Background: an optimization exercise with open tools, aiming at small area and a short achievable clock period. Do not read the settings as production practice. No run shown here included a check of the RTL's function; only the layout flow was run. Power figures rest on the tool's default switching activity, not on a simulated workload.

$ cat flow/run.sh
#!/bin/bash
# synth_recipe.tcl (not shown) runs the flow's synth.tcl, then flattens the netlist and writes it again
# the make line also repeats each setting of config.mk as NAME=value (left out here)
make -C /OpenROAD-flow-scripts/flow DESIGN_CONFIG=/design/flow/config.mk WORK_HOME=/design/flow/orfs CLKGATE_MAP_FILE= SYNTH_SCRIPT=/design/flow/synth_recipe.tcl finish
$ cat flow/config.mk
export PLATFORM = sky130hd
export DESIGN_NAME = rank_filter
export DESIGN_NICKNAME = rank_filter
export VERILOG_FILES = /design/flow/design.v
export SDC_FILE = /design/flow/constraint.sdc
export NUM_CORES = 4
export LEC_CHECK = 0
export CAP_MARGIN = 20
export CORE_MARGIN = 2
export CORE_UTILIZATION = 25
export PLACE_DENSITY = 0.45
export SLEW_MARGIN = 20
$ cat flow/constraint.sdc
create_clock -name core_clock -period 24.0 [get_ports {clk}]
set_input_delay 4.8000 -clock core_clock [delete_from_list [all_inputs] [get_ports {clk}]]
set_output_delay 4.8000 -clock core_clock [all_outputs]
set_load 0.01 [all_outputs]
$ cat flow/design.v
module rank_filter (
    input  wire               clk,
    input  wire               rst,         
    input  wire [2:0]         rf_half,     
    input  wire               rf_mode,     
    input  wire [15:0]        rf_thresh,   
    input  wire               in_valid,
    input  wire signed [17:0] in_data,
    output reg                out_valid,
    output reg  signed [17:0] out_data,
    output reg                out_hit
);
    localparam integer M = 14;   
    localparam integer N = 15;   
    function lt18(input [17:0] a, input [17:0] b);
        reg [17:0] g, p;
        reg [8:0]  g1, p1;
        reg [2:0]  g2, p2;
        integer i;
        begin
            g = ~a & b;
            p = ~a | b;
            g[17] = a[17] & ~b[17];
            p[17] = a[17] | ~b[17];
            for (i = 0; i < 9; i = i + 1) begin
                g1[i] = g[2*i+1] | (p[2*i+1] & g[2*i]);
                p1[i] = p[2*i+1] & p[2*i];
            end
            for (i = 0; i < 3; i = i + 1) begin
                g2[i] = g1[3*i+2] | (p1[3*i+2] & (g1[3*i+1] | (p1[3*i+1] & g1[3*i])));
                p2[i] = p1[3*i+2] & p1[3*i+1] & p1[3*i];
            end
            lt18 = g2[2] | (p2[2] & (g2[1] | (p2[1] & g2[0])));
        end
    endfunction
    function lt4s(input [3:0] a, input [3:0] b);
        reg [3:0] g, p;
        begin
            g = ~a & b;
            p = ~a | b;
            g[3] = a[3] & ~b[3];
            p[3] = a[3] | ~b[3];
            lt4s = g[3] | (p[3] & (g[2] | (p[2] & (g[1] | (p[1] & g[0])))));
        end
    endfunction
    integer k;
    reg signed [17:0] x_q;
    reg        [15:0] th_q;
    reg               v0;
    reg               rst_q;
    reg        [2:0]  h_q;
    reg               mode_q;
    always @(posedge clk) begin
        x_q    <= in_data;
        th_q   <= rf_thresh;
        v0     <= in_valid & ~rst;
        rst_q  <= rst;
        h_q    <= rf_half;
        mode_q <= rf_mode;
    end
    reg [M-1:0] inwin;     
    always @(*)
        for (k = 0; k < M; k = k + 1)
            inwin[k] = (k < {h_q, 1'b0});
    reg signed [17:0] w [0:M-1];   
    reg        [M-1:0] fill;       
    reg        [3:0]   r [0:N-1];  
    reg        [3:0]   r_old;      
    reg [M-1:0] c;         
    reg [M-1:0] dn;        
    reg [M-1:0] em, e0, ep;
    reg [M-1:0] sel;       
    reg [3:0]   rn [0:M-1];
    always @(*) begin
        for (k = 0; k < M; k = k + 1) begin
            c[k]  = inwin[k] & (fill[k] ? lt18(x_q, w[k]) : x_q[17]);
            dn[k] = lt4s(r_old, r[k]);
            em[k] = inwin[k] & (r[k] == 4'b1111);
            e0[k] = inwin[k] & (r[k] == 4'b0000);
            ep[k] = inwin[k] & (r[k] == 4'b0001);
            sel[k] = c[k] ? (dn[k] ? e0[k] : em[k])
                          : (dn[k] ? ep[k] : e0[k]);
            if (c[k] & ~dn[k])
                rn[k] = r[k] + 4'd1;
            else if (dn[k] & ~c[k])
                rn[k] = r[k] - 4'd1;
            else
                rn[k] = r[k];
        end
    end
    reg [3:0] pop;
    always @(*) begin
        pop = 4'd0;
        for (k = 0; k < M; k = k + 1)
            pop = pop + {3'b000, c[k]};
    end
    wire [3:0] rx    = {1'b0, h_q} - pop;
    wire       sel_x = ~|sel;    
    reg signed [17:0] med;
    always @(*) begin
        med = sel_x ? x_q : 18'sd0;
        for (k = 0; k < M; k = k + 1)
            med = med | ((sel[k] & fill[k]) ? w[k] : 18'sd0);
    end
    wire signed [17:0] cen = fill[h_q - 3'd1] ? w[h_q - 3'd1] : 18'sd0;
    always @(posedge clk) begin
        if (v0) begin
            w[0] <= x_q;
            for (k = 1; k < M; k = k + 1)
                w[k] <= w[k-1];
        end
        if (rst_q) begin
            fill <= {M{1'b0}};
            for (k = 0; k < N; k = k + 1)
                r[k] <= k[3:0] - {1'b0, h_q};
            r_old <= {1'b0, h_q};
        end else if (v0) begin
            fill <= {fill[M-2:0], 1'b1};
            r[0] <= rx;
            for (k = 1; k < N; k = k + 1)
                r[k] <= rn[k-1];
            r_old <= rn[{h_q, 1'b0} - 4'd1];
        end
    end
    reg signed [17:0] med_q, cen_q;
    reg        [15:0] th2_q;
    reg               v1;
    always @(posedge clk) begin
        med_q <= med;
        cen_q <= cen;
        th2_q <= th_q;
        v1    <= v0 & ~rst;
    end
    wire signed [18:0] diff     = cen_q - med_q;
    wire               dneg     = diff[18];
    wire               upper_ok = (diff[17:16] == {2{dneg}});
    wire        [15:0] u        = diff[15:0] ^ {16{dneg}};
    wire        [16:0] tdiff    = {1'b0, th2_q} - {1'b0, u} - {16'd0, dneg};
    wire               keep     = mode_q & upper_ok & ~tdiff[16];
    wire signed [17:0] y        = keep ? cen_q : med_q;
    always @(posedge clk) begin
        out_valid <= v1 & ~rst;
        out_data  <= y;
        out_hit   <= ~keep & (diff != 19'd0);
    end
endmodule
==> results of run 1 <==
==> cell usage after synthesis, drive strengths merged (68+ instances only) <==
master  instances
edfxtp        311
o21ai         137
ha            127
nor2b          73
nand3          69
a21oi         108
inv           225
nand2         226
xnor2          74
clkbuf        110
nand2b         83
dfxtp         128
maj3           68
nor2          135
==> worst register-to-register path, delay by kind of cell (launching register included) <==
family                     cells  cell delay (ns)
adders and majority gates      8             2.86
xor gates and xnor gates       3             0.50
DFF                            1             0.61
AOI/OAI and AO/OA              4             1.99
and+or+nand+nor                2             0.75
buffers and inverters          4             0.82
==> cell type report <==
| class | instances | share of cell area [%] |
|---|---|---|
| flip-flops and latches | 439 | 38.55 |
| well taps | 1391 | 5.635 |
| repair buffers | 113 | 3.233 |
| inverters | 233 | 2.832 |
| multi-input cells | 1876 | 43.57 |
| clock inverters | 32 | 1.410 |
| clock buffers | 70 | 4.764 |
==> state kept, by name, indices dropped and copies added (netlist names), 3 cells and up <==
name      cells
out_data     18
fill         14
th2_q        16
med_q        18
r            56
w           252
cen_q        18
h_q           3
th_q         16
r_old         4
x_q          18
==> metal layers <==
layer | GRT usage (%) | routed length [µm] | part of all wire, %
met1 | 26.56 | 46660 | 43
met2 | 31.40 | 49730 | 46
met3 | 3.084 | 8532 | 7.9
met4 | 6.600 | 3748 | 3.4
met5 | 0 | 10 | 0.0092
==> final timing paths <==
| path | from | end | slack (ns) | cells after the start |
|---|---|---|---|---|
| worst max-delay path | x_q[10] | r[0][3] | 16.17 | 21 |
| worst min-delay path | th_q[2] | th2_q[2] | 0.32 | 0 |
| worst max register to register | x_q[10] | r[0][3] | 16.17 | 21 |
| worst min register to register | th_q[2] | th2_q[2] | 0.32 | 0 |
==> layout by cell type, fill, tap and decap left out, drive strengths merged, types with 53 or more instances in the layout <==
cell type	count
nor2b	73
a22oi	59
edfxtp	311
maj3	68
mux2i	57
nand3	69
dfxtp	128
nor2	135
o21ai	137
ha	127
xnor2	74
nand2b	83
buf	53
clkbuf	70
clkdlybuf4s50	60
a21oi	108
nand2	226
inv	228
==> kinds of logic after synthesis <==
logic type | count (synthesis) | synth area share (%)
AND/OR/NAND/NOR | 765 | 14.29
adder cells (fa/ha/maj) | 206 | 9.347
buffers and inverters | 367 | 5.287
AO/OA/AOI/OAI | 726 | 19.89
XOR/XNOR | 94 | 3.136
multiplexers | 85 | 3.459
flip-flops | 439 | 44.59
==> where the power goes <==
| part | internal, mW | switching, mW | leakage [nW] |
|---|---|---|---|
| combinational | 0.382 | 0.519 | 6.46 |
| sequential | 0.893 | 0.0845 | 4.02 |
| clock | 0.522 | 0.356 | 0.920 |
==> results.sh, run 1 <==
export IMPL_status="complete, no violations"
export IMPL_post_cts_resize_count=0
export IMPL_ios=61
export IMPL_clk_latency_ns=0.66
export IMPL_start_util_pct=25.29
export IMPL_clk_pin_slew_worst_paths_ns=0.06
export IMPL_multi_input_area_mm2=0.01346
export IMPL_p_per_area_mw_per_mm2=89.26
export IMPL_seqCellArea_mm2=0.01191
export IMPL_synth_main_ff_cell="edfxtp_1"
export IMPL_via_count=22450
export IMPL_coreArea_mm2=0.1056
export IMPL_drt_first_pass_iters=9
export IMPL_drc=0
export IMPL_drv_slew=0
export IMPL_dp_hpwl_um=77190
export IMPL_hold_viol=0
export IMPL_grt_first_pass_wirelength_um=156100
export IMPL_routabilityCongestion=0.9738
export IMPL_yosysWarningCount=4
export IMPL_drive_above_1_share_pct=7.637
export IMPL_fmax_mhz=127.7
export IMPL_fp_dieH_um=330.8
export IMPL_grt_max_degree=79
export IMPL_setup_ws_ns=16.17
export IMPL_final_util_pct=29.26
export IMPL_max_stage_delay_ns=0.82
export IMPL_syn_nets=2861
export IMPL_avgSynthCellArea_um2=9.953
export IMPL_ys_types=93
export IMPL_cp_start_kind="register"
export IMPL_portBuffers=60
export IMPL_worstMarginPinSlew_ns=1.115
export IMPL_cts_buffers=54
export IMPL_async_reset_ff_share_pct=0
export IMPL_postRouteAntennaNets=0
export IMPL_die_width_um=330.8
export IMPL_grt_pass1_vias=21540
export IMPL_fin_area_mm2=0.03088
export IMPL_cts_buffer_depth=3
export IMPL_crit_chain="clkinv_1 > and3_1 > a2111oi_0 > o311ai_0 > a31oi_1 > nand2b_1 > inv_1 > fa_1 > ha_1 > fa_1 > fa_1 > inv_1 > ha_1 > ha_1 > ha_1 > inv_1 > fa_1 > xor2_1 > xnor2_1 > xnor2_1 > o21ai_0"
export IMPL_ctsRootBufferMaster="clkbuf_16"
export IMPL_rows=119
export IMPL_yosys_register_bits=439
export IMPL_grt_ovfl_total=0
export IMPL_end_kind="register"
export IMPL_synthCells=2682
export IMPL_antenna_found_initial=5
export IMPL_fin_skew_ns=0.04538
export IMPL_cts_sinks=439
export IMPL_grtUsageTotal_pct=19.51
export IMPL_finalSetupViolCount=0
export IMPL_hold_path_class="register to register"
export IMPL_htree_levels=2
export IMPL_slew_limit_headroom_pct=25.52
export IMPL_drt_iter0_markers=2617
export IMPL_yosysTopAreaCell="edfxtp_1"
export IMPL_wl_per_cell_um=26.16
export IMPL_critPathBufInv=4
export IMPL_place_area_mm2=0.02898
export IMPL_synth_top_cell_area_share_pct=34.99
export IMPL_crit_path_max_fanout=19
export IMPL_postCtsSetupBuffers=0
export IMPL_ys_seq_area_share_pct=44.59
export IMPL_dp_slack_ns=16.23
export IMPL_syn_area_mm2=0.02669
export IMPL_stdcell_count=4154
export IMPL_rsz0062_at_grt="no"
export IMPL_slowest_stage="a2111oi_0"
export IMPL_cts_hold_buf=0
export IMPL_holdWs_ns=0.3248
export IMPL_synth_edff_count=311
export IMPL_p_leak_nw=11.40
export IMPL_diodes=0
export IMPL_nets=2896
export IMPL_cts_tree="done"
export IMPL_path_class="register to register"
export IMPL_dp_cells=4052
export IMPL_crit_family="adder cells"
export IMPL_routed_wl_um=108700
export IMPL_timing_final_crit_share_pct=32.63
export IMPL_fillers=11000
export IMPL_required_ns=24.34
export IMPL_syn_to_final_growth_pct=15.70
export IMPL_via_per_inst=5.405
export IMPL_maxCapViolCount=0
export IMPL_finalSetupTns_ns=0
export IMPL_dieArea_mm2=0.1094
export IMPL_ir_drop_mv=0.05783
export IMPL_cp_arrival_ns=8.18
export IMPL_synth_area_leaders="edfxtp_1, dfxtp_1, ha_1"
export IMPL_min_period_ns=7.832
export IMPL_fin_total_pwr_mw=2.757
==> inputs of run 2 (changes only) <==
--- a/flow/design.v
+++ b/flow/design.v
@@ -80,21 +80,22 @@
             ep[k] = inwin[k] & (r[k] == 4'b0001);
             sel[k] = c[k] ? (dn[k] ? e0[k] : em[k])
                           : (dn[k] ? ep[k] : e0[k]);
-            if (c[k] & ~dn[k])
-                rn[k] = r[k] + 4'd1;
-            else if (dn[k] & ~c[k])
-                rn[k] = r[k] - 4'd1;
-            else
-                rn[k] = r[k];
+            rn[k] = r[k] + {{3{dn[k] & ~c[k]}}, c[k] ^ dn[k]};
         end
     end
-    reg [3:0] pop;
-    always @(*) begin
-        pop = 4'd0;
-        for (k = 0; k < M; k = k + 1)
-            pop = pop + {3'b000, c[k]};
-    end
-    wire [3:0] rx    = {1'b0, h_q} - pop;
+    wire [1:0] p0 = c[0] + c[1];
+    wire [1:0] p1 = c[2] + c[3];
+    wire [1:0] p2 = c[4] + c[5];
+    wire [1:0] p3 = c[6] + c[7];
+    wire [1:0] p4 = c[8] + c[9];
+    wire [1:0] p5 = c[10] + c[11];
+    wire [1:0] p6 = c[12] + c[13];
+    wire [2:0] q0 = p0 + p1;
+    wire [2:0] q1 = p2 + p3;
+    wire [2:0] q2 = p4 + p5;
+    wire [3:0] s0 = q0 + q1;
+    wire [3:0] s1 = q2 + p6;
+    wire [3:0] rx = {1'b0, h_q} - s0 - s1;
     wire       sel_x = ~|sel;    
     reg signed [17:0] med;
     always @(*) begin
==> run 2 against run 1 <==
  * Wire length rose by 10%
  * Clock-buffer cell count increased by 1
  * Worst setup slack gained 0.65 ns
  * Critical path type unchanged
  * Combinational power is about 50% higher
  * Still clean
  * Register-to-register slack better by 0.65 ns
  * Total power rose by 19%
  * Critical path depth is 2 higher
  * Clock skew increased by 0.010 ns
  * Non-clock buffer count up 11
  * Global-route usage is 1.2 points higher
==> results.sh, run 2 <==
export IMPL_drc=0
export IMPL_seqCellArea_mm2=0.01191
export IMPL_antenna_found_initial=6
export IMPL_synth_edff_count=311
export IMPL_top_register="w"
export IMPL_yosysTopAreaCell="edfxtp_1"
export IMPL_fillers=11350
export IMPL_fin_skew_ns=0.05568
export IMPL_fmax_mhz=139.3
export IMPL_drt_iter0_markers=3636
export IMPL_synth_area_leaders="edfxtp_1, dfxtp_1, ha_1"
export IMPL_nets=3002
export IMPL_cts_tree="done"
export IMPL_crit_top_cell="ha_1"
export IMPL_async_reset_ff_share_pct=0
export IMPL_comb_power_share_pct=40.9
export IMPL_rsz0062_at_grt="no"
export IMPL_slew_limit_headroom_pct=8.108
export IMPL_worstMarginPinSlew_ns=1.378
export IMPL_cts_sinks=439
export IMPL_avgSynthCellArea_um2=9.880
export IMPL_p_sw_share_pct=38.77
export IMPL_p_int_mw=2.017
export IMPL_ios=61
export IMPL_min_period_ns=7.177
export IMPL_hold_viol=0
export IMPL_timing_final_crit_share_pct=29.90
export IMPL_grt_ovfl_total=0
export IMPL_start_util_pct=25.22
export IMPL_final_util_pct=29.18
export IMPL_p_seq_share_pct=31.6
export IMPL_ctsRootBufferMaster="clkbuf_16"
export IMPL_required_ns=24.36
export IMPL_synth_main_ff_cell="edfxtp_1"
export IMPL_syn_nets=2972
export IMPL_drive_above_1_share_pct=8.543
export IMPL_grt_first_pass_wirelength_um=170000
export IMPL_die_width_um=335.4
export IMPL_rrSetupSlack_ns=16.82
export IMPL_timing_rr_start="h_q[2]"
export IMPL_via_per_inst=5.635
export IMPL_layout_commonest_cell="edfxtp_1"
export IMPL_grt_pass1_vias=22800
export IMPL_crit_path_max_fanout=45
export IMPL_finalSetupViolCount=0
export IMPL_clk_pin_slew_worst_paths_ns=0.06
export IMPL_switchingPower_mw=1.277
export IMPL_maxCapViolCount=0
export IMPL_min_to="th2_q[14]"
export IMPL_end_kind="register"
export IMPL_wl_per_cell_um=27.98
export IMPL_via_count=24070
export IMPL_ir_drop_mv=0.05805
export IMPL_max_stage_delay_ns=0.81
export IMPL_clk_latency_ns=0.67
export IMPL_grtUsageTotal_pct=20.73
export IMPL_drv_slew=0
export IMPL_rr_worst_depth=23
export IMPL_largest_reg_flops=252
export IMPL_routabilityCongestion=0.9503
export IMPL_routed_wl_um=119500
export IMPL_drt_first_pass_iters=9
export IMPL_syn_area_mm2=0.02746
export IMPL_hold_depth=0
export IMPL_cts_buffer_depth=3
export IMPL_path_class="register to register"
export IMPL_grt_max_degree=167
export IMPL_ys_types=107
export IMPL_postRouteAntennaNets=0
export IMPL_dieArea_mm2=0.1125
export IMPL_yosys_cell_count_top_type="edfxtp_1"
export IMPL_ys_seq_area_share_pct=43.34
export IMPL_multi_input_area_mm2=0.01400
export IMPL_synthCells=2779
export IMPL_p_leak_nw=11.83
export IMPL_clkPwrFrac_pct=27.5
export IMPL_slowest_stage="nand2_1"
export IMPL_finalSetupTns_ns=0
export IMPL_hold_path_class="register to register"
export IMPL_rows=121
export IMPL_cp_arrival_ns=7.53
export IMPL_reg2reg_to="r[0][3]"
export IMPL_cp_start_kind="register"
export IMPL_yosysWarningCount=4
export IMPL_htree_levels=2
export IMPL_reg_largest_list="w x252, r x56"
export IMPL_dp_hpwl_um=85530
export IMPL_status="complete, no violations"
export IMPL_hold_path_startpoint="th_q[14]"
export IMPL_syn_to_final_growth_pct=15.68
export IMPL_synth_common_cells="edfxtp_1, inv_1, nand2_1, nor2_1, a21oi_1"
export IMPL_portBuffers=60
export IMPL_cts_hold_buf=0
export IMPL_cts_buffers=55
export IMPL_mostFrequentLayoutCells="edfxtp_1, inv_1, nand2_1"
export IMPL_crit_chain="buf_4 > inv_2 > ha_2 > buf_4 > nand2_1 > and2_1 > o2111ai_1 > and2_1 > inv_1 > fa_1 > ha_1 > ha_1 > fa_1 > inv_1 > ha_1 > ha_1 > ha_1 > inv_1 > fa_1 > xnor2_1 > xnor2_1 > xnor2_1 > o21ai_0"
export IMPL_coreArea_mm2=0.1089
export IMPL_postCtsSetupBuffers=0
export IMPL_fp_dieH_um=335.4
export IMPL_synth_top_cell_area_share_pct=34.01
export IMPL_post_cts_resize_count=0
export IMPL_p_per_area_mw_per_mm2=103.7
export IMPL_yosys_register_bits=439
run 2: power groups by stage:
stage          Combinational, mW  Sequential, mW  Clock [mW]
2_1_floorplan              0.934            1.02           0
3_3_place_gp                1.34            1.05           0
3_5_place_dp                1.34            1.05           0
4_1_cts                     1.35            1.04       0.932
5_1_grt                     1.51            1.05       0.959
6_report                    1.35            1.04       0.907
run 2: cells by family (layout without fill, tap and decap cells):
kind of cell	after synthesis	in the layout	synth area share, %
AO/OA/AOI/OAI	863	863	22.88
AND/OR/NAND/NOR	713	713	13.48
flip-flops	439	439	43.34
buffers and inverters	422	499	5.997
adder cells (fa/ha/maj)	190	190	8.995
XOR/XNOR	80	80	2.552
multiplexers	72	72	2.752
other	0	1	0
run 2: worst max-delay path by stage:
stage               slack (ns)     endpoint      from
detailed placement       16.90  out_data[0]  cen_q[0]
floorplan                15.96      r[0][0]        v0
global placement         16.93  out_data[0]  cen_q[0]
finish                   16.82      r[0][3]    h_q[2]
CTS                      16.91  out_data[0]  cen_q[0]
global route             16.64  out_data[0]  cen_q[0]
run 2: routing by layer:
layer / track usage [%] / routed length, µm / vias to the layer above
li1: - / - / 10600
met1: 28.42 / 51300 / 11800
met2: 31.41 / 51490 / 1378
met3: 4.043 / 10910 / 287
met4: 9.274 / 5775 / 4
met5: 0 / 26 / -
run 2: worst max-delay path, delay by kind of cell, from the launching register on:
family,cells,cell delay (ns)
xor gates and xnor gates,3,0.47
DFF,1,0.30
buffers and inverters,6,1.27
adders and majority gates,9,2.72
AOI/OAI and AO/OA,2,0.37
and+or+nand+nor,3,1.74
run 2: final cells by class:
class                      instances  share of cell area, %
antenna                            1               0.007879
clock buffer                      71                  4.814
clock inverter                    33                  1.395
inverter                         271                  3.203
multi-input combinational       1918                  44.08
sequential                       439                  37.49
tap                             1414                  5.570
timing repair buffer             124                  3.443
run 2: metrics by stage:
step                setup WS, ns  total power, mW  hold slack [ns]  cells  area, µm²
global route               16.64            3.522           0.3405   4270      31760
global placement           16.93            2.394           0.3107   4166      29770
finish                     16.82            3.294           0.3251   4271      31760
floorplan                  15.96            1.952           0.3096   2779      27460
CTS                        16.91            3.318           0.3282   4270      31750
detailed placement         16.90            2.391           0.3132   4166      29770
==> inputs of run 3 (changes only) <==
==> flow/flow/run.sh (new file) <==
#!/bin/bash
# Layout flow: the standard ORFS flow (standard.sh, unchanged synthesis),
# with two changes in how the layout is made:
#  - timing repair aims for more setup slack than the clock needs, so the
#    critical paths are sized up instead of left at minimum size;
#  - the port buffers are buf_2 cells.
# The clock period, SDC and all constraints are the standard flow's.
set -euo pipefail
bash standard.sh \
  SETUP_SLACK_MARGIN=17.6 \
  BUFFER_PORTS_ARGS="-buffer_cell sky130_fd_sc_hd__buf_2" \
  finish > flow.log 2>&1
==> flow/standard.sh (new file) <==
#!/bin/bash
# synth_recipe.tcl (not shown) runs the flow's synth.tcl, then flattens the netlist and writes it again
# the make line also repeats each setting of config.mk as NAME=value (left out here)
make -C /OpenROAD-flow-scripts/flow DESIGN_CONFIG=/design/flow/config.mk WORK_HOME=/design/flow/orfs CLKGATE_MAP_FILE= SYNTH_SCRIPT=/design/flow/synth_recipe.tcl "${@:-finish}"
removed: flow/run.sh
==> run 3 against run 2 <==
  * Worst setup slack better by 1.0 ns
  * Clock-buffer cell count shrank 5
  * Sequential power barely moved
  * Clock power fell by 3.1%
  * Fmax grew 17%
  * Wire length decreased by 1.2%
  * Total power decreased by 0.59%
  * Synthesized area did not move
  * First-iteration DRC count down 14%
  * Flip-flop and latch count stayed put
  * Design area decreased by 0.30%
==> results.sh, run 3 <==
export IMPL_status="complete, no violations"
export IMPL_rsz0062_at_grt="no"
export IMPL_postRouteAntennaNets=0
export IMPL_synth_common_cells="edfxtp_1, inv_1, nand2_1, nor2_1, a21oi_1"
export IMPL_ys_seq_area_share_pct=43.34
export IMPL_finalSetupViolCount=0
export IMPL_cp_arrival_ns=6.48
export IMPL_worstMarginPinSlew_ns=1.154
export IMPL_grt_ovfl_total=0
export IMPL_rrSetupSlack_ns=17.86
export IMPL_hold_path_startpoint="th_q[8]"
export IMPL_top_register="w"
export IMPL_hold_path_class="register to register"
export IMPL_cts_tree="done"
export IMPL_maxCapViolCount=0
export IMPL_htree_levels=2
export IMPL_avgSynthCellArea_um2=9.880
export IMPL_reg2reg_to="r[0][3]"
export IMPL_clk_pin_slew_worst_paths_ns=0.06
export IMPL_drv_slew=0
export IMPL_ios=61
export IMPL_coreArea_mm2=0.1089
export IMPL_dp_slack_ns=16.82
export IMPL_routabilityCongestion=0.9886
export IMPL_clk_latency_ns=0.68
export IMPL_rows=121
export IMPL_grt_max_degree=166
export IMPL_min_period_ns=6.137
export IMPL_portBuffers=60
export IMPL_dp_hpwl_um=84920
export IMPL_end_kind="register"
export IMPL_timing_final_crit_share_pct=25.57
export IMPL_place_area_mm2=0.02947
export IMPL_max_stage_delay_ns=0.73
export IMPL_crit_top_cell="ha_1"
export IMPL_grt_pass1_vias=22490
export IMPL_synth_top_cell_area_share_pct=34.01
export IMPL_path_class="register to register"
export IMPL_drc=0
export IMPL_p_per_area_mw_per_mm2=103.4
export IMPL_cts_hold_buf=0
export IMPL_grtUsageTotal_pct=20.43
export IMPL_fmax_mhz=162.9
export IMPL_hold_viol=0
export IMPL_syn_to_final_growth_pct=15.32
export IMPL_ys_types=107
export IMPL_hold_depth=0
export IMPL_syn_area_mm2=0.02746
export IMPL_crit_path_max_fanout=19
export IMPL_fin_total_pwr_mw=3.275
export IMPL_synth_area_leaders="edfxtp_1, dfxtp_1, ha_1"
export IMPL_timing_rr_start="x_q[4]"
export IMPL_ir_drop_mv=0.06315
export IMPL_synthCells=2779
export IMPL_rr_worst_depth=20
export IMPL_fin_area_mm2=0.03167
export IMPL_largest_reg_flops=252
export IMPL_final_util_pct=29.09
export IMPL_start_util_pct=25.22
export IMPL_nets=3006
export IMPL_layout_commonest_cell="edfxtp_1"
export IMPL_drive_above_1_share_pct=11.94
export IMPL_fin_skew_ns=0.06467
export IMPL_yosysTopAreaCell="edfxtp_1"
export IMPL_ctsRootBufferMaster="clkbuf_16"
export IMPL_required_ns=24.34
export IMPL_cts_buffer_depth=3
export IMPL_crit_chain="inv_2 > a222oi_1 > o211ai_1 > a222oi_1 > o22ai_1 > buf_4 > fa_1 > ha_1 > ha_1 > fa_1 > inv_1 > ha_1 > ha_1 > ha_1 > inv_1 > fa_1 > xnor2_1 > xnor2_1 > xnor2_1 > o21ai_0"
export IMPL_antenna_found_initial=11
export IMPL_via_per_inst=5.601
export IMPL_slowest_stage="a222oi_1"
export IMPL_syn_nets=2972
export IMPL_dieArea_mm2=0.1125
export IMPL_synth_main_ff_cell="edfxtp_1"
export IMPL_cts_sinks=439
export IMPL_drt_iter0_markers=3110
export IMPL_cp_start_kind="register"
export IMPL_fp_dieH_um=335.4
export IMPL_yosys_register_bits=439
export IMPL_mostFrequentLayoutCells="edfxtp_1, inv_1, nand2_1"
export IMPL_min_to="th2_q[8]"
export IMPL_yosysWarningCount=4
export IMPL_die_width_um=335.4
export IMPL_synth_edff_count=311
export IMPL_setup_ws_ns=17.86
export IMPL_routed_wl_um=118100
export IMPL_wl_per_cell_um=27.64
export IMPL_grt_first_pass_wirelength_um=167900
export IMPL_finalSetupTns_ns=0
export IMPL_async_reset_ff_share_pct=0
export IMPL_via_count=23930
export IMPL_slew_limit_headroom_pct=22.56
export IMPL_p_leak_nw=11.85
export IMPL_reg_largest_list="w x252, r x56"
export IMPL_cts_buffers=52
export IMPL_drt_first_pass_iters=9
export IMPL_yosys_cell_count_top_type="edfxtp_1"
==> run 3: critical path: cells and delay by family (launching register included) <==
| family | cells | cell delay [ns] |
|---|---|---|
| xor gates and xnor gates | 3 | 0.48 |
| DFF | 1 | 0.53 |
| AOI/OAI and AO/OA | 5 | 1.65 |
| buffers and inverters | 4 | 0.57 |
| adders and majority gates | 8 | 2.57 |
==> run 3: routing by layer <==
| metal | part of all wire [%] | vias up | GRT usage (%) |
|---|---|---|---|
| met4 | 4.9 | 8 | 9.264 |
| met1 | 43 | 11770 | 28.23 |
| met3 | 9.1 | 259 | 4.106 |
| met5 | 0.047 | - | 0 |
| li1 | - | 10610 | - |
| met2 | 43 | 1284 | 30.55 |
==> run 3: worst max path at each step <==
stage / slack, ns / endpoint / start / cells past startpoint
2_1_floorplan: 18.13 / out_data[0] / cen_q[0] / 27
3_5_place_dp: 16.82 / out_data[0] / cen_q[0] / 26
3_3_place_gp: 16.89 / out_data[0] / cen_q[0] / 26
6_report: 17.86 / r[0][3] / x_q[4] / 20
5_1_grt: 17.60 / r[0][3] / x_q[7] / 20
4_1_cts: 17.60 / r[0][3] / x_q[8] / 21
==> run 3: report_power, final <==
| part | leakage [nW] | internal [mW] | switching, mW |
|---|---|---|---|
| Combinational | 6.94 | 0.551 | 0.807 |
| Sequential | 4.02 | 0.927 | 0.111 |
| Clock | 0.887 | 0.514 | 0.365 |
| Total | 11.8 | 1.99 | 1.28 |
==> run 3: kinds of logic (layout without fill, tap and decap cells) <==
| logic type | after synthesis | count (layout) | share of synthesized area (%) |
|---|---|---|---|
| mux | 72 | 72 | 2.752 |
| other cells | 0 | 1 | 0 |
| fa+ha+maj | 190 | 190 | 8.995 |
| flops | 439 | 439 | 43.34 |
| buf+inv | 422 | 500 | 5.997 |
| xor+xnor | 80 | 80 | 2.552 |
| compound gates | 863 | 863 | 22.88 |
| simple gates | 713 | 713 | 13.48 |
==> run 3: final cells by class <==
cell class                 count  area (µm²)
fill                       11300       77190
multi-input combinational   1918       14170
sequential                   439       11940
tap                         1414        1769
clock buffer                  66        1394
inverter                     271        1036
timing repair buffer         131       877.1
clock inverter                32       479.2
antenna                        1       2.502
==> run 3: through the flow <==
step,instances,hold slack [ns]
6_report,4272,0.3270
5_1_grt,4271,0.3352
4_1_cts,4266,0.3305
3_5_place_dp,4165,0.3139
3_3_place_gp,4165,0.3118
2_1_floorplan,2779,0.3096
==> run 3: timing repair <==
item	in CTS	in global routing
buffers inserted	3	5
endpoints found under the setup margin	20	19
pin swaps	2	5
gates resized for setup	24	56
==> inputs of run 4 (changes only) <==
--- a/flow/design.v
+++ b/flow/design.v
@@ -113,7 +113,7 @@
         if (rst_q) begin
             fill <= {M{1'b0}};
             for (k = 0; k < N; k = k + 1)
-                r[k] <= k[3:0] - {1'b0, h_q};
+                r[k] <= k[0] ? -((k[3:0] + 4'd1) >> 1) : (k[3:0] >> 1);
             r_old <= {1'b0, h_q};
         end else if (v0) begin
             fill <= {fill[M-2:0], 1'b1};
--- a/flow/flow/run.sh
+++ b/flow/flow/run.sh
@@ -7,6 +7,6 @@
 # The clock period, SDC and all constraints are the standard flow's.
 set -euo pipefail
 bash standard.sh \
-  SETUP_SLACK_MARGIN=17.6 \
+  SETUP_SLACK_MARGIN=18.0 \
   BUFFER_PORTS_ARGS="-buffer_cell sky130_fd_sc_hd__buf_2" \
   finish > flow.log 2>&1
==> run 4 against run 3 <==
  * Combinational power shrank 26%
  * Synthesized cell count shrank 4.2%
  * Clock power shrank 8.2%
  * Largest power group unchanged
  * Cell count shrank 2.7%
  * Highest routed layer is now met4
  * Sequential share of layout area shrank 0.41 points
  * Worst setup slack gained 0.22 ns
  * Fmax grew 3.8%
  * Flip-flop and latch count is the same
  * Clock-buffer cell count grew 5
  * Worst hold slack lost 0.0013 ns
  * Global-route usage shrank 0.80 points
  * Still clean
==> results.sh, run 4 <==
export IMPL_status="complete, no violations"
export IMPL_hold_path_class="register to register"
export IMPL_crit_path_max_fanout=1
export IMPL_layout_commonest_cell="inv_1"
export IMPL_clk_pin_slew_worst_paths_ns=0.06
export IMPL_worstMarginPinSlew_ns=1.135
export IMPL_final_util_pct=29.09
export IMPL_drive_above_1_share_pct=12.95
export IMPL_syn_to_final_growth_pct=15.82
export IMPL_fp_dieH_um=328.7
export IMPL_syn_nets=2848
export IMPL_synth_common_cells="inv_1, edfxtp_1, dfxtp_1, nand2_1, nor2_1"
export IMPL_syn_area_mm2=0.02637
export IMPL_end_kind="output pin"
export IMPL_critPathBufInv=1
export IMPL_synthCells=2663
export IMPL_postRouteAntennaNets=0
export IMPL_stdcell_count=4156
export IMPL_grt_ovfl_total=0
export IMPL_grt_max_degree=182
export IMPL_dp_hpwl_um=74000
export IMPL_fmax_mhz=169.1
export IMPL_cts_buffers=50
export IMPL_grt_first_pass_wirelength_um=156200
export IMPL_slew_limit_headroom_pct=24.14
export IMPL_cts_tree="done"
export IMPL_ys_types=86
export IMPL_avgSynthCellArea_um2=9.901
export IMPL_synth_main_ff_cell="edfxtp_1"
export IMPL_mostFrequentLayoutCells="inv_1, edfxtp_1, dfxtp_1"
export IMPL_reg_largest_list="w x252, r x56"
export IMPL_ys_seq_area_share_pct=43.01
export IMPL_grtUsageTotal_pct=19.63
export IMPL_top_register="w"
export IMPL_ir_drop_mv=0.08251
export IMPL_clk_latency_ns=0.65
export IMPL_yosys_cell_count_top_type="inv_1"
export IMPL_maxCapViolCount=0
export IMPL_wl_per_cell_um=26.23
export IMPL_via_count=22800
export IMPL_required_ns=19.20
export IMPL_cp_start_kind="register"
export IMPL_max_stage_delay_ns=0.34
export IMPL_drv_slew=0
export IMPL_cp_arrival_ns=1.11
export IMPL_via_per_inst=5.486
export IMPL_largest_reg_flops=252
export IMPL_portBuffers=60
export IMPL_antenna_found_initial=2
export IMPL_min_period_ns=5.914
export IMPL_nets=2907
export IMPL_cts_sinks=439
export IMPL_dieArea_mm2=0.1081
export IMPL_timing_final_crit_share_pct=24.64
export IMPL_finalSetupTns_ns=0
export IMPL_synth_area_leaders="edfxtp_1, dfxtp_1, ha_1"
export IMPL_rsz0062_at_grt="yes"
export IMPL_drt_first_pass_iters=7
export IMPL_grt_pass1_vias=21620
export IMPL_die_width_um=328.7
export IMPL_ctsRootBufferMaster="clkbuf_16"
export IMPL_async_reset_ff_share_pct=0
export IMPL_routabilityCongestion=0.9581
export IMPL_fin_skew_ns=0.04619
export IMPL_crit_family="flip-flops"
export IMPL_finalSetupViolCount=0
export IMPL_crit_chain="buf_2"
export IMPL_rows=119
export IMPL_path_class="register to output pin"
export IMPL_slowest_stage="dfxtp_1"
export IMPL_ios=61
export IMPL_synth_top_cell_area_share_pct=29.04
export IMPL_yosys_register_bits=439
export IMPL_start_util_pct=25.12
export IMPL_yosysWarningCount=4
export IMPL_p_leak_nw=11.37
export IMPL_drt_iter0_markers=3261
export IMPL_coreArea_mm2=0.1050
export IMPL_htree_levels=2
export IMPL_dp_cells=4019
export IMPL_synth_edff_count=255
export IMPL_cts_buffer_depth=3
export IMPL_p_per_area_mw_per_mm2=90.23
export IMPL_routed_wl_um=109000
export IMPL_drc=0
export IMPL_yosysTopAreaCell="edfxtp_1"
export IMPL_hold_viol=0
-- run 4: cell types whose count changed after synthesis, sizes merged, moves of 25 or more --
cell / delta
o21ai: -75
dfxtp: +56
edfxtp: -56
a22o: +44
a22oi: +44
maj3: +36
a211oi: +30
a221o: -28
a32oi: +28
a221oi: -27
clkbuf: -25
-- run 4: final cells by class --
cell class	count	area [µm²]
Clock buffer	71	1434
Antenna cell	1	2.502
Sequential cell	439	11380
Multi-Input combinational cell	1807	13650
Inverter	281	1090
Timing Repair Buffer	142	958.4
Tap cell	1391	1740
Fill cell	10970	74430
Clock inverter	23	267.8
Timing Repair inverter	1	5.005
-- run 4: report_power, final --
part	internal, mW	switching (mW)
logic	0.440	0.561
clock network	0.463	0.344
registers	0.868	0.0787
-- run 4: stage by stage --
stage                     area [µm²]  setup slack [ns]  total power, mW  hold slack, ns
after global routing           30530             17.97            2.942          0.3362
after CTS                      30290             17.97            2.768          0.3259
final                          30540             18.09            2.755          0.3257
after global placement         28250             17.23            1.928          0.3107
after detailed placement       28260             17.24            1.926          0.3121
after floorplan                26370             18.32            1.644          0.3096
-- run 4: repair_timing --
action,4_1_cts,5_1_grt
hold buffers,0,0
hold endpoints to repair,0,0
gates cloned,1,0
buffers inserted,23,18
setup endpoints to repair,22,21
resized for setup,43,33
pin swaps,7,14
-- run 4: layer usage --
layer,vias up,global-route usage [%],wire length (µm)
met3,293,4.583,10640
met1,11090,26.92,46790
met4,0,8.388,5320
met5,-,0,0
li1,10100,-,-
met2,1310,29.37,46270
-- run 4: cell families after synthesis --
kind of cell / count (synthesis) / share of synthesized area, %
flip-flops: 439 / 43.01
AO/OA/AOI/OAI: 766 / 21.53
AND/OR/NAND/NOR: 663 / 12.78
adder cells (fa/ha/maj): 218 / 10.38
buffers and inverters: 417 / 6.165
multiplexers: 79 / 3.441
XOR/XNOR: 81 / 2.691
-- run 4: final timing paths --
| kind | start | cells past startpoint | slack, ns | endpoint |
|---|---|---|---|---|
| worst min-delay path | th_q[0] | 0 | 0.33 | th2_q[0] |
| worst max register to register | h_q[2] | 23 | 18.17 | r[0][3] |
| worst min register to register | th_q[0] | 0 | 0.33 | th2_q[0] |
| worst max-delay path | out_data[9] | 1 | 18.09 | out_data[9] |
==> inputs of run 5 (changes only) <==
--- a/flow/config.mk
+++ b/flow/config.mk
@@ -7,6 +7,7 @@
 export LEC_CHECK = 0
 export CAP_MARGIN = 20
 export CORE_MARGIN = 2
-export CORE_UTILIZATION = 25
-export PLACE_DENSITY = 0.45
+export CORE_UTILIZATION = 40
+export CTS_BUF_LIST = sky130_fd_sc_hd__clkbuf_8
+export PLACE_DENSITY = 0.6
 export SLEW_MARGIN = 20
==> run 5 against run 4 <==
  * Still clean on timing, DRC and antenna
  * Critical endpoint is now out_data[4]
  * Critical path type unchanged
  * Die area shrank 37%
  * Combinational power is essentially flat
  * Clock power shrank 1%
==> results.sh, run 5 <==
export IMPL_status="complete, no violations"
export IMPL_rows=94
export IMPL_die_width_um=260.7
export IMPL_synth_edff_count=255
export IMPL_cts_buffer_depth=3
export IMPL_rsz0062_at_grt="yes"
export IMPL_yosysTopAreaCell="edfxtp_1"
export IMPL_p_leak_nw=11.49
export IMPL_stdcell_count=3679
export IMPL_p_per_area_mw_per_mm2=92.27
export IMPL_worstMarginPinSlew_ns=1.222
export IMPL_syn_area_mm2=0.02637
export IMPL_ir_drop_mv=0.05126
export IMPL_end_kind="output pin"
export IMPL_timing_rr_start="x_q[17]"
export IMPL_fmax_mhz=167.4
export IMPL_timing_final_crit_share_pct=24.89
export IMPL_fillers=6125
export IMPL_ys_types=86
export IMPL_avgSynthCellArea_um2=9.901
export IMPL_drt_first_pass_iters=12
export IMPL_wl_per_cell_um=29.28
export IMPL_via_count=23650
export IMPL_hold_viol=0
export IMPL_clk_pin_slew_worst_paths_ns=0.06
export IMPL_syn_nets=2848
export IMPL_yosys_cell_count_top_type="inv_1"
export IMPL_ctsRootBufferMaster="clkbuf_8"
export IMPL_reg2reg_to="r[0][3]"
export IMPL_dieArea_mm2=0.06798
export IMPL_maxCapViolCount=0
export IMPL_drt_iter0_markers=3423
export IMPL_critPathBufInv=1
export IMPL_crit_path_max_fanout=1
export IMPL_mostFrequentLayoutCells="inv_1, edfxtp_1, dfxtp_1"
export IMPL_ys_seq_area_share_pct=43.01
export IMPL_nets=2928
export IMPL_crit_chain="buf_6"
export IMPL_cts_hold_buf=0
export IMPL_grt_ovfl_total=0
export IMPL_synth_top_cell_area_share_pct=29.04
export IMPL_rr_worst_depth=25
export IMPL_grt_max_degree=80
export IMPL_multi_input_area_mm2=0.01372
export IMPL_routabilityCongestion=1.000
export IMPL_layout_commonest_cell="inv_1"
export IMPL_dp_hpwl_um=72680
export IMPL_slowest_stage="dfxtp_2"
export IMPL_largest_reg_flops=252
export IMPL_async_reset_ff_share_pct=0
export IMPL_slew_limit_headroom_pct=18.34
export IMPL_yosys_register_bits=439
export IMPL_rrSetupSlack_ns=18.15
export IMPL_holdWs_ns=0.3262
export IMPL_yosysWarningCount=4
export IMPL_seqCellArea_mm2=0.01140
export IMPL_grt_pass1_vias=22790
export IMPL_finalSetupTns_ns=0
export IMPL_synthCells=2663
export IMPL_grt_first_pass_wirelength_um=155200
export IMPL_crit_start="out_data[4]"
export IMPL_cts_tree="done"
export IMPL_drc=0
export IMPL_fin_skew_ns=0.05459
export IMPL_drive_above_1_share_pct=14.83
export IMPL_dp_cells=3483
export IMPL_drv_slew=0
export IMPL_ios=61
export IMPL_synth_main_ff_cell="edfxtp_1"
export IMPL_grtUsageTotal_pct=31.20
export IMPL_min_period_ns=5.974
export IMPL_start_util_pct=40.25
export IMPL_routed_wl_um=107700
export IMPL_synth_area_leaders="edfxtp_1, dfxtp_1, ha_1"
export IMPL_via_per_inst=6.429
export IMPL_syn_to_final_growth_pct=14.04
export IMPL_antenna_found_initial=6
export IMPL_path_class="register to output pin"
export IMPL_reg_largest_list="w x252, r x56"
export IMPL_cp_num_cells=1
export IMPL_top_register="w"
export IMPL_fp_dieH_um=260.7
export IMPL_cts_buffers=81
export IMPL_hold_path_class="register to register"
export IMPL_max_stage_delay_ns=0.35
export IMPL_synth_common_cells="inv_1, edfxtp_1, dfxtp_1, nand2_1, nor2_1"
export IMPL_required_ns=19.20
export IMPL_cp_start_kind="register"
export IMPL_place_area_mm2=0.02753
export IMPL_finalSetupViolCount=0
export IMPL_htree_levels=3
export IMPL_postRouteAntennaNets=0
export IMPL_clk_latency_ns=0.72
export IMPL_cts_sinks=439
export IMPL_portBuffers=60
export IMPL_crit_family="flip-flops"
export IMPL_fin_area_mm2=0.03007
export IMPL_cp_endpoint="out_data[4]"
export IMPL_coreArea_mm2=0.06551
export IMPL_cp_arrival_ns=1.17
-- run 5: cell counts after synthesis --
Identical to the previous run, type by type.
-- run 5: per-layer routing --
metal	share of wire, %	GRT usage [%]	wire [µm]
met1	39	39.79	42080
met3	11	8.955	12090
met4	6.3	17.25	6805
met2	43	47.50	46710
met5	0.031	0	33
-- run 5: layout make-up --
| class | count | area share (%) |
|---|---|---|
| clock buffers | 96 | 4.395 |
| repair inverters | 1 | 0.01665 |
| multi-input cells | 1807 | 45.65 |
| flip-flops and latches | 439 | 37.92 |
| diodes | 3 | 0.02497 |
| well taps | 864 | 3.596 |
| repair buffers | 132 | 3.159 |
| inverters | 281 | 3.666 |
| clock inverters | 56 | 1.581 |
-- run 5: worst min path at each step --
stage                     endpoint     from  slack (ns)  depth (start not counted)
after detailed placement  th2_q[4]  th_q[4]        0.31                          0
final                     th2_q[0]  th_q[0]        0.33                          0
after CTS                 th2_q[4]  th_q[4]        0.33                          0
after global routing      th2_q[4]  th_q[4]        0.33                          0
after global placement    th2_q[0]  th_q[0]        0.31                          0
after floorplan           th2_q[0]  th_q[0]        0.31                          0
-- run 5: report_power, final --
part / internal, mW / switching, mW
clock: 0.438 / 0.361
sequential: 0.870 / 0.0848
combinational: 0.451 / 0.570
-- run 5: kinds of logic (layout without fill, tap and decap cells) --
group / count (synthesis) / after routing / share of synthesized area, %
other: 0 / 3 / 0
AOI/OAI and AO/OA: 766 / 766 / 21.53
adders and majority gates: 218 / 218 / 10.38
DFF: 439 / 439 / 43.01
and+or+nand+nor: 663 / 663 / 12.78
muxes: 79 / 79 / 3.441
xor gates and xnor gates: 81 / 81 / 2.691
buffers and inverters: 417 / 566 / 6.165
-- run 5: stage by stage --
| stage | utilization (%) | total power, mW | worst slack [ns] |
|---|---|---|---|
| 3_5_place_dp | 42.03 | 1.926 | 17.17 |
| 5_1_grt | 45.89 | 2.948 | 17.93 |
| 3_3_place_gp | 42.03 | 1.897 | 17.04 |
| 6_report | 45.90 | 2.774 | 18.03 |
| 4_1_cts | 45.33 | 2.768 | 17.97 |
| 2_1_floorplan | - | 1.644 | 18.32 |
-- run 5: what timing repair did --
action | CTS | global route
buffers inserted | 16 | 22
gates resized for setup | 58 | 51
pin swaps | 7 | 16
endpoints found under the setup margin | 31 | 23
gates cloned | 1 | 0
endpoints found under the hold margin | 0 | 0
==> inputs of run 6 (changes only) <==
--- a/flow/design.v
+++ b/flow/design.v
@@ -68,19 +68,16 @@
     reg        [3:0]   r_old;      
     reg [M-1:0] c;         
     reg [M-1:0] dn;        
-    reg [M-1:0] em, e0, ep;
+    reg [3:0]   rm  [0:M-1];   
+    reg [3:0]   rn  [0:M-1];   
     reg [M-1:0] sel;       
-    reg [3:0]   rn [0:M-1];
     always @(*) begin
         for (k = 0; k < M; k = k + 1) begin
-            c[k]  = inwin[k] & (fill[k] ? lt18(x_q, w[k]) : x_q[17]);
-            dn[k] = lt4s(r_old, r[k]);
-            em[k] = inwin[k] & (r[k] == 4'b1111);
-            e0[k] = inwin[k] & (r[k] == 4'b0000);
-            ep[k] = inwin[k] & (r[k] == 4'b0001);
-            sel[k] = c[k] ? (dn[k] ? e0[k] : em[k])
-                          : (dn[k] ? ep[k] : e0[k]);
-            rn[k] = r[k] + {{3{dn[k] & ~c[k]}}, c[k] ^ dn[k]};
+            c[k]   = inwin[k] & (fill[k] ? lt18(x_q, w[k]) : x_q[17]);
+            dn[k]  = lt4s(r_old, r[k]);
+            rm[k]  = r[k] - {3'b000, dn[k]};
+            rn[k]  = rm[k] + {3'b000, c[k]};
+            sel[k] = inwin[k] & (c[k] ? (rm[k] == 4'b1111) : (rm[k] == 4'b0000));
         end
     end
     wire [1:0] p0 = c[0] + c[1];
@@ -103,7 +100,6 @@
         for (k = 0; k < M; k = k + 1)
             med = med | ((sel[k] & fill[k]) ? w[k] : 18'sd0);
     end
-    wire signed [17:0] cen = fill[h_q - 3'd1] ? w[h_q - 3'd1] : 18'sd0;
     always @(posedge clk) begin
         if (v0) begin
             w[0] <= x_q;
@@ -123,22 +119,22 @@
             r_old <= rn[{h_q, 1'b0} - 4'd1];
         end
     end
-    reg signed [17:0] med_q, cen_q;
+    reg signed [17:0] med_n;       
     reg        [15:0] th2_q;
     reg               v1;
     always @(posedge clk) begin
-        med_q <= med;
-        cen_q <= cen;
+        med_n <= ~med;
         th2_q <= th_q;
         v1    <= v0 & ~rst;
     end
-    wire signed [18:0] diff     = cen_q - med_q;
+    wire signed [17:0] cen = fill[h_q] ? w[h_q] : 18'sd0;
+    wire        [18:0] diff     = {cen[17], cen} + {med_n[17], med_n} + 19'd1;
     wire               dneg     = diff[18];
     wire               upper_ok = (diff[17:16] == {2{dneg}});
-    wire        [15:0] u        = diff[15:0] ^ {16{dneg}};
-    wire        [16:0] tdiff    = {1'b0, th2_q} - {1'b0, u} - {16'd0, dneg};
+    wire        [15:0] un       = ~(diff[15:0] ^ {16{dneg}});
+    wire        [16:0] tdiff    = {1'b0, th2_q} + {1'b1, un} + {16'd0, ~dneg};
     wire               keep     = mode_q & upper_ok & ~tdiff[16];
-    wire signed [17:0] y        = keep ? cen_q : med_q;
+    wire signed [17:0] y        = keep ? cen : ~med_n;
     always @(posedge clk) begin
         out_valid <= v1 & ~rst;
         out_data  <= y;
--- a/flow/config.mk
+++ b/flow/config.mk
@@ -7,7 +7,6 @@
 export LEC_CHECK = 0
 export CAP_MARGIN = 20
 export CORE_MARGIN = 2
-export CORE_UTILIZATION = 40
-export CTS_BUF_LIST = sky130_fd_sc_hd__clkbuf_8
-export PLACE_DENSITY = 0.6
+export CORE_UTILIZATION = 25
+export PLACE_DENSITY = 0.45
 export SLEW_MARGIN = 20
==> run 6 against run 5 <==
  * Worst hold slack got worse by 0.0011 ns
  * Fmax grew 0.33%
  * Still clean on timing, DRC and antenna
  * Cell count rose by 5.8%
  * Register-to-register slack got worse by 0.02 ns
  * Sequential share of layout area fell by 1.0 points
  * First-iteration DRC count shrank 29%
  * Worst setup slack gained 0.020 ns
  * Critical path type unchanged
  * Via count fell by 12%
  * Clock skew decreased by 0.018 ns
  * Total power decreased by 9.5%
==> results.sh, run 6 <==
export IMPL_status="complete, no violations"
export IMPL_synth_top_family_by_area="compound AO/OA/AOI/OAI gates"
export IMPL_cts_tree="done"
export IMPL_synthMuxAreaShare_pct=3.356
export IMPL_yosys_register_bits=421
export IMPL_via_count=20890
export IMPL_required_ns=19.20
export IMPL_clk_latency_ns=0.65
export IMPL_via_per_inst=5.364
export IMPL_finalSetupViolCount=0
export IMPL_holdWs_ns=0.3251
export IMPL_cts_sinks=421
export IMPL_worstMarginPinSlew_ns=1.151
export IMPL_path_class="register to output pin"
export IMPL_wl_per_cell_um=25.64
export IMPL_final_util_pct=29.85
export IMPL_syn_nets=2620
export IMPL_routed_top_layer="met5"
export IMPL_drt_first_pass_iters=8
export IMPL_ctsRootBufferMaster="clkbuf_16"
export IMPL_max_stage_delay_ns=0.36
export IMPL_synth_edff_count=255
export IMPL_yosysWarningCount=5
export IMPL_grt_pass1_vias=20520
export IMPL_htree_levels=2
export IMPL_seqCellArea_mm2=0.01102
export IMPL_critPathBufInv=1
export IMPL_finalSetupTns_ns=0
export IMPL_top_register="w"
export IMPL_crit_family="flip-flops"
export IMPL_coreArea_mm2=0.1000
export IMPL_ys_seq_area_share_pct=43.64
export IMPL_drc=0
export IMPL_routed_wl_um=99850
export IMPL_fmax_mhz=167.9
export IMPL_wl_met2_um=43670
export IMPL_crit_chain="buf_2"
export IMPL_yosysTopAreaCell="edfxtp_1"
export IMPL_synth_xor_xnor_area_share_pct=3.133
export IMPL_slew_limit_headroom_pct=23.30
export IMPL_async_reset_ff_share_pct=0
export IMPL_timing_final_crit_share_pct=24.81
export IMPL_crit_path_max_fanout=1
export IMPL_clk_pin_slew_worst_paths_ns=0.06
export IMPL_grtUsageTotal_pct=18.79
export IMPL_cp_start_kind="register"
export IMPL_postRouteAntennaNets=0
export IMPL_synth_common_cells="edfxtp_1, inv_1, nor2_1, dfxtp_1, nand2_1"
export IMPL_wirelength_met1_um=42850
export IMPL_cp_arrival_ns=1.15
export IMPL_p_per_area_mw_per_mm2=84.14
export IMPL_min_period_ns=5.954
export IMPL_routabilityCongestion=0.9562
export IMPL_synth_area_leaders="edfxtp_1, dfxtp_1, ha_1"
export IMPL_rows=116
export IMPL_drive_above_1_share_pct=16.50
export IMPL_synth_compound_area_share_pct=20.44
export IMPL_hold_path_class="register to register"
export IMPL_cts_buffer_depth=3
export IMPL_ios=61
export IMPL_yosys_cell_count_top_type="edfxtp_1"
export IMPL_grt_ovfl_total=0
export IMPL_p_leak_nw=11.25
export IMPL_nets=2707
export IMPL_slowest_stage="dfxtp_1"
export IMPL_cts_buffers=53
export IMPL_layout_commonest_cell="edfxtp_1"
export IMPL_multi_input_area_mm2=0.01315
export IMPL_synth_simple_gate_area_share_pct=13.32
export IMPL_wl_met3_um=8274
export IMPL_grt_max_degree=173
export IMPL_cts_hold_buf=0
export IMPL_portBuffers=60
export IMPL_end_kind="output pin"
export IMPL_mostFrequentLayoutCells="edfxtp_1, inv_1, nor2_1"
export IMPL_synthCells=2462
export IMPL_antenna_found_initial=1
export IMPL_fin_skew_ns=0.03675
export IMPL_maxCapViolCount=0
export IMPL_start_util_pct=25.16
export IMPL_drt_iter0_markers=2444
export IMPL_hold_viol=0
export IMPL_dp_cells=3741
export IMPL_reg_largest_list="w x252, r x56"
export IMPL_ys_types=113
export IMPL_stdcell_count=3894
export IMPL_ir_drop_mv=0.05313
export IMPL_fillers=10240
export IMPL_syn_area_mm2=0.02516
export IMPL_synth_main_ff_cell="edfxtp_1"
export IMPL_dp_hpwl_um=69910
export IMPL_dieArea_mm2=0.1032
export IMPL_drv_slew=0
export IMPL_rsz0062_at_grt="yes"
export IMPL_grt_first_pass_wirelength_um=144500
export IMPL_avgSynthCellArea_um2=10.22
export IMPL_largest_reg_flops=252
export IMPL_fp_dieH_um=321.3
export IMPL_die_width_um=321.3
export IMPL_syn_to_final_growth_pct=18.63
export IMPL_synth_top_cell_area_share_pct=30.43
export IMPL_synthAdderAreaFrac_pct=9.975
## run 6: changes by cell type after synthesis, sizes merged, moves of 25 or more
cell     previous run  this run
a22o               64        18
inv               279       239
a32oi              34         1
a2111oi             8        38
a222oi             33        60
a22oi              80        53
nor3               48        21
clkbuf             82        57
## run 6: worst paths after layout
path,from,end,slack [ns],cells past startpoint
worst max-delay path,out_data[9],out_data[9],18.05,1
worst min-delay path,th_q[15],th2_q[15],0.33,0
worst max register to register,x_q[8],r[0][3],18.13,21
worst min register to register,th_q[15],th2_q[15],0.33,0
## run 6: per-layer routing
metal / vias to the layer above / track usage, %
li1: 9434 / -
met1: 10270 / 25.25
met2: 980 / 28.61
met3: 199 / 3.992
met4: 2 / 8.982
met5: - / 0
## run 6: logic make-up after synthesis
kind of cell / Yosys count
compound gates: 650
xor+xnor: 90
fa+ha+maj: 212
buf+inv: 360
flops: 421
mux: 79
simple gates: 650
## run 6: what timing repair did
action,in CTS,in global routing
setup endpoints to repair,27,24
pin swaps,12,21
resized for setup,79,86
buffers inserted,25,20
gates cloned,2,4
## run 6: metrics by stage
stage,worst slack (ns),area [µm²],total power [mW]
floorplan,18.03,25190,1.401
global placement,16.31,26830,1.600
detailed placement,16.11,26840,1.610
CTS,18.01,29230,2.501
global route,17.92,29850,2.647
finish,18.05,29850,2.512
## run 6: area by class of cell
cell class	instances	area share [%]
Multi-Input combinational cell	1681	44.06
Sequential cell	421	36.90
Tap cell	1298	5.441
Clock buffer	74	5.269
Timing Repair Buffer	147	4.175
Inverter	244	3.299
Clock inverter	26	0.8131
Timing Repair inverter	1	0.02515
Antenna cell	2	0.01677
## run 6: power breakdown
group	switching, mW	internal [mW]
Combinational	0.436	0.335
Clock	0.342	0.500
Sequential	0.0643	0.833
==> inputs of run 7 (changes only) <==
--- a/flow/config.mk
+++ b/flow/config.mk
@@ -8,5 +8,7 @@
 export CAP_MARGIN = 20
 export CORE_MARGIN = 2
 export CORE_UTILIZATION = 25
+export CTS_CLUSTER_DIAMETER = 80
+export CTS_CLUSTER_SIZE = 24
 export PLACE_DENSITY = 0.45
 export SLEW_MARGIN = 20
==> run 7 against run 6 <==
  * Sequential share of layout area increased by 0.49 points
  * Clock power is 19% lower
  * Global-route usage fell by 0.20 points
  * Fmax increased by 0.53%
  * Critical path type unchanged
  * Largest cell class unchanged
  * Worst setup slack gained 0.031 ns
  * Synthesized cell count unchanged
  * Cell count shrank 0.72%
  * Critical path depth unchanged
  * Flip-flop and latch count is the same
==> results.sh, run 7 <==
export IMPL_drt_iter0_markers=2379
export IMPL_fp_dieH_um=321.3
export IMPL_crit_family="flip-flops"
export IMPL_yosys_cell_count_top_type="edfxtp_1"
export IMPL_status="complete, no violations"
export IMPL_dp_hpwl_um=69910
export IMPL_finalSetupViolCount=0
export IMPL_cp_arrival_ns=1.12
export IMPL_async_reset_ff_share_pct=0
export IMPL_cts_tree="done"
export IMPL_largest_reg_flops=252
export IMPL_finalSetupTns_ns=0
export IMPL_dp_cells=3741
export IMPL_mostFrequentLayoutCells="edfxtp_1, inv_1, nor2_1"
export IMPL_start_util_pct=25.16
export IMPL_cts_buffers=38
export IMPL_synth_common_cells="edfxtp_1, inv_1, nor2_1, dfxtp_1, nand2_1"
export IMPL_via_count=20910
export IMPL_synthCells=2462
export IMPL_p_per_area_mw_per_mm2=80.07
export IMPL_synthAdderAreaFrac_pct=9.975
export IMPL_drv_slew=0
export IMPL_syn_to_final_growth_pct=17.12
export IMPL_path_class="register to output pin"
export IMPL_hold_path_class="register to register"
export IMPL_top_register="w"
export IMPL_cts_buffer_depth=3
export IMPL_synth_area_leaders="edfxtp_1, dfxtp_1, ha_1"
export IMPL_synth_top_cell_area_share_pct=30.43
export IMPL_routed_wl_um=99790
export IMPL_yosys_register_bits=421
export IMPL_fmax_mhz=168.8
export IMPL_maxCapViolCount=0
export IMPL_die_width_um=321.3
export IMPL_grt_first_pass_wirelength_um=143100
export IMPL_min_period_ns=5.923
export IMPL_htree_levels=2
export IMPL_drive_above_1_share_pct=16.24
export IMPL_syn_nets=2620
export IMPL_antenna_found_initial=0
export IMPL_via_per_inst=5.409
export IMPL_cp_start_kind="register"
export IMPL_routabilityCongestion=0.9562
export IMPL_slew_limit_headroom_pct=26.70
export IMPL_yosysTopAreaCell="edfxtp_1"
export IMPL_crit_path_max_fanout=1
export IMPL_drc=0
export IMPL_grt_max_degree=173
export IMPL_grtUsageTotal_pct=18.58
export IMPL_timing_final_crit_share_pct=24.68
export IMPL_reg_largest_list="w x252, r x56"
export IMPL_fin_skew_ns=0.03474
export IMPL_synth_xor_xnor_area_share_pct=3.133
export IMPL_yosysWarningCount=5
export IMPL_synth_main_ff_cell="edfxtp_1"
export IMPL_coreArea_mm2=0.1000
export IMPL_synth_edff_count=255
export IMPL_slowest_stage="dfxtp_1"
export IMPL_end_kind="output pin"
export IMPL_ios=61
export IMPL_ir_drop_mv=0.04241
export IMPL_rrSetupSlack_ns=18.10
export IMPL_portBuffers=60
export IMPL_postRouteAntennaNets=0
export IMPL_critPathBufInv=1
export IMPL_cts_sinks=421
export IMPL_synth_top_family_by_area="compound AO/OA/AOI/OAI gates"
export IMPL_ys_seq_area_share_pct=43.64
export IMPL_rsz0062_at_grt="no"
export IMPL_grt_ovfl_total=0
export IMPL_synthMuxAreaShare_pct=3.356
export IMPL_stdcell_count=3866
export IMPL_syn_area_mm2=0.02516
export IMPL_grt_pass1_vias=20240
export IMPL_wl_per_cell_um=25.81
export IMPL_drt_first_pass_iters=10
export IMPL_cts_hold_buf=0
export IMPL_diodes=0
export IMPL_layout_commonest_cell="edfxtp_1"
export IMPL_crit_chain="buf_2"
export IMPL_max_stage_delay_ns=0.38
export IMPL_ys_types=113
export IMPL_ctsRootBufferMaster="clkbuf_16"
export IMPL_dieArea_mm2=0.1032
export IMPL_nets=2697
export IMPL_clk_latency_ns=0.60
export IMPL_synth_compound_area_share_pct=20.44
export IMPL_synth_simple_gate_area_share_pct=13.32
export IMPL_rows=116
export IMPL_worstMarginPinSlew_ns=1.076
export IMPL_p_leak_nw=11.05
export IMPL_required_ns=19.20
export IMPL_hold_viol=0
export IMPL_avgSynthCellArea_um2=10.22
export IMPL_clk_pin_slew_worst_paths_ns=0.09
run 7: cell counts after synthesis:
No cell type changed its count.
run 7: final cells by class:
class                   count  area, µm²
clock inverters            28      359.1
well taps                1298       1624
repair inverters            2      15.01
repair buffers            151       1306
inverters                 244      987.2
clock buffers              41       1005
flip-flops and latches    421      11020
fillers                 10280      70530
multi-input cells        1681      13160
run 7: metal layers:
metal	GRT usage, %	wire (µm)
met5	0	0
met3	3.142	7939
met1	25.38	42930
met2	28.38	43830
met4	8.972	5087
run 7: timing repair:
action,CTS,global route
pin swaps,12,25
cloned,2,7
setup buffers,26,21
setup endpoints to repair,25,22
resized for setup,78,93
run 7: path summary, 6_finish.rpt:
path                     from     endpoint  cells after the start
hold reg to reg      th_q[15]    th2_q[15]                      0
hold / removal       th_q[15]    th2_q[15]                      0
setup reg to reg      w[3][9]      r[0][3]                     20
setup / recovery  out_data[0]  out_data[0]                      1
run 7: metrics by stage:
| stage | worst slack, ns | total power, mW | hold WS (ns) | utilization [%] | instance area, µm² |
|---|---|---|---|---|---|
| 6_report | 18.08 | 2.360 | 0.3327 | 29.47 | 29470 |
| 5_1_grt | 17.89 | 2.487 | 0.3410 | 29.47 | 29470 |
| 4_1_cts | 18.01 | 2.334 | 0.3383 | 28.78 | 28780 |
| 3_5_place_dp | 16.11 | 1.610 | 0.3121 | 26.84 | 26840 |
| 3_3_place_gp | 16.31 | 1.600 | 0.3180 | 26.83 | 26830 |
| 2_1_floorplan | 18.03 | 1.401 | 0.3096 | - | 25190 |
run 7: logic make-up after synthesis:
group / Yosys count
and+or+nand+nor: 650
muxes: 79
adders and majority gates: 212
DFF: 421
xor gates and xnor gates: 90
AOI/OAI and AO/OA: 650
buffers and inverters: 360
run 7: power by group:
part	switching (mW)	internal, mW	leakage, nW
sequential	0.0645	0.832	3.78
clock	0.352	0.330	0.660
combinational	0.441	0.341	6.61

[what the ideal ports hide]
Ports are ideal in the flow. The routed layouts listed here were re-timed in OpenROAD. Step 1, drivers: a clkbuf_16 drives clk and a buf_2 each remaining input, both assumed. Step 2 also shifts input and output timing later by t, the mid clock arrival at the registers, as if the neighbouring blocks saw the same clock. a / b / c = ideal ports / drivers / drivers and shift; a / b = the first two.
run	shift t [ns]	slack for setup (ns)	hold slack, ns	slew at the worst register clock pin (ns)
run 1	0.712	16.168 / 16.168 / 16.168	0.325 / 0.325 / 0.325	0.07 / 0.07
run 2	0.716	16.823 / 16.823 / 16.823	0.325 / 0.325 / 0.325	0.07 / 0.07
run 3	0.713	17.863 / 17.863 / 17.863	0.327 / 0.327 / 0.327	0.07 / 0.07
run 4	0.699	18.086 / 18.018 / 18.172	0.326 / 0.326 / 0.326	0.07 / 0.07
run 5	0.754	18.026 / 17.966 / 18.152	0.326 / 0.326 / 0.326	0.08 / 0.08
run 6	0.699	18.046 / 17.974 / 18.127	0.325 / 0.325 / 0.325	0.06 / 0.06
run 7	0.657	18.077 / 18.006 / 18.103	0.333 / 0.333 / 0.333	0.09 / 0.09
After both steps setup and hold are still met in every run listed.
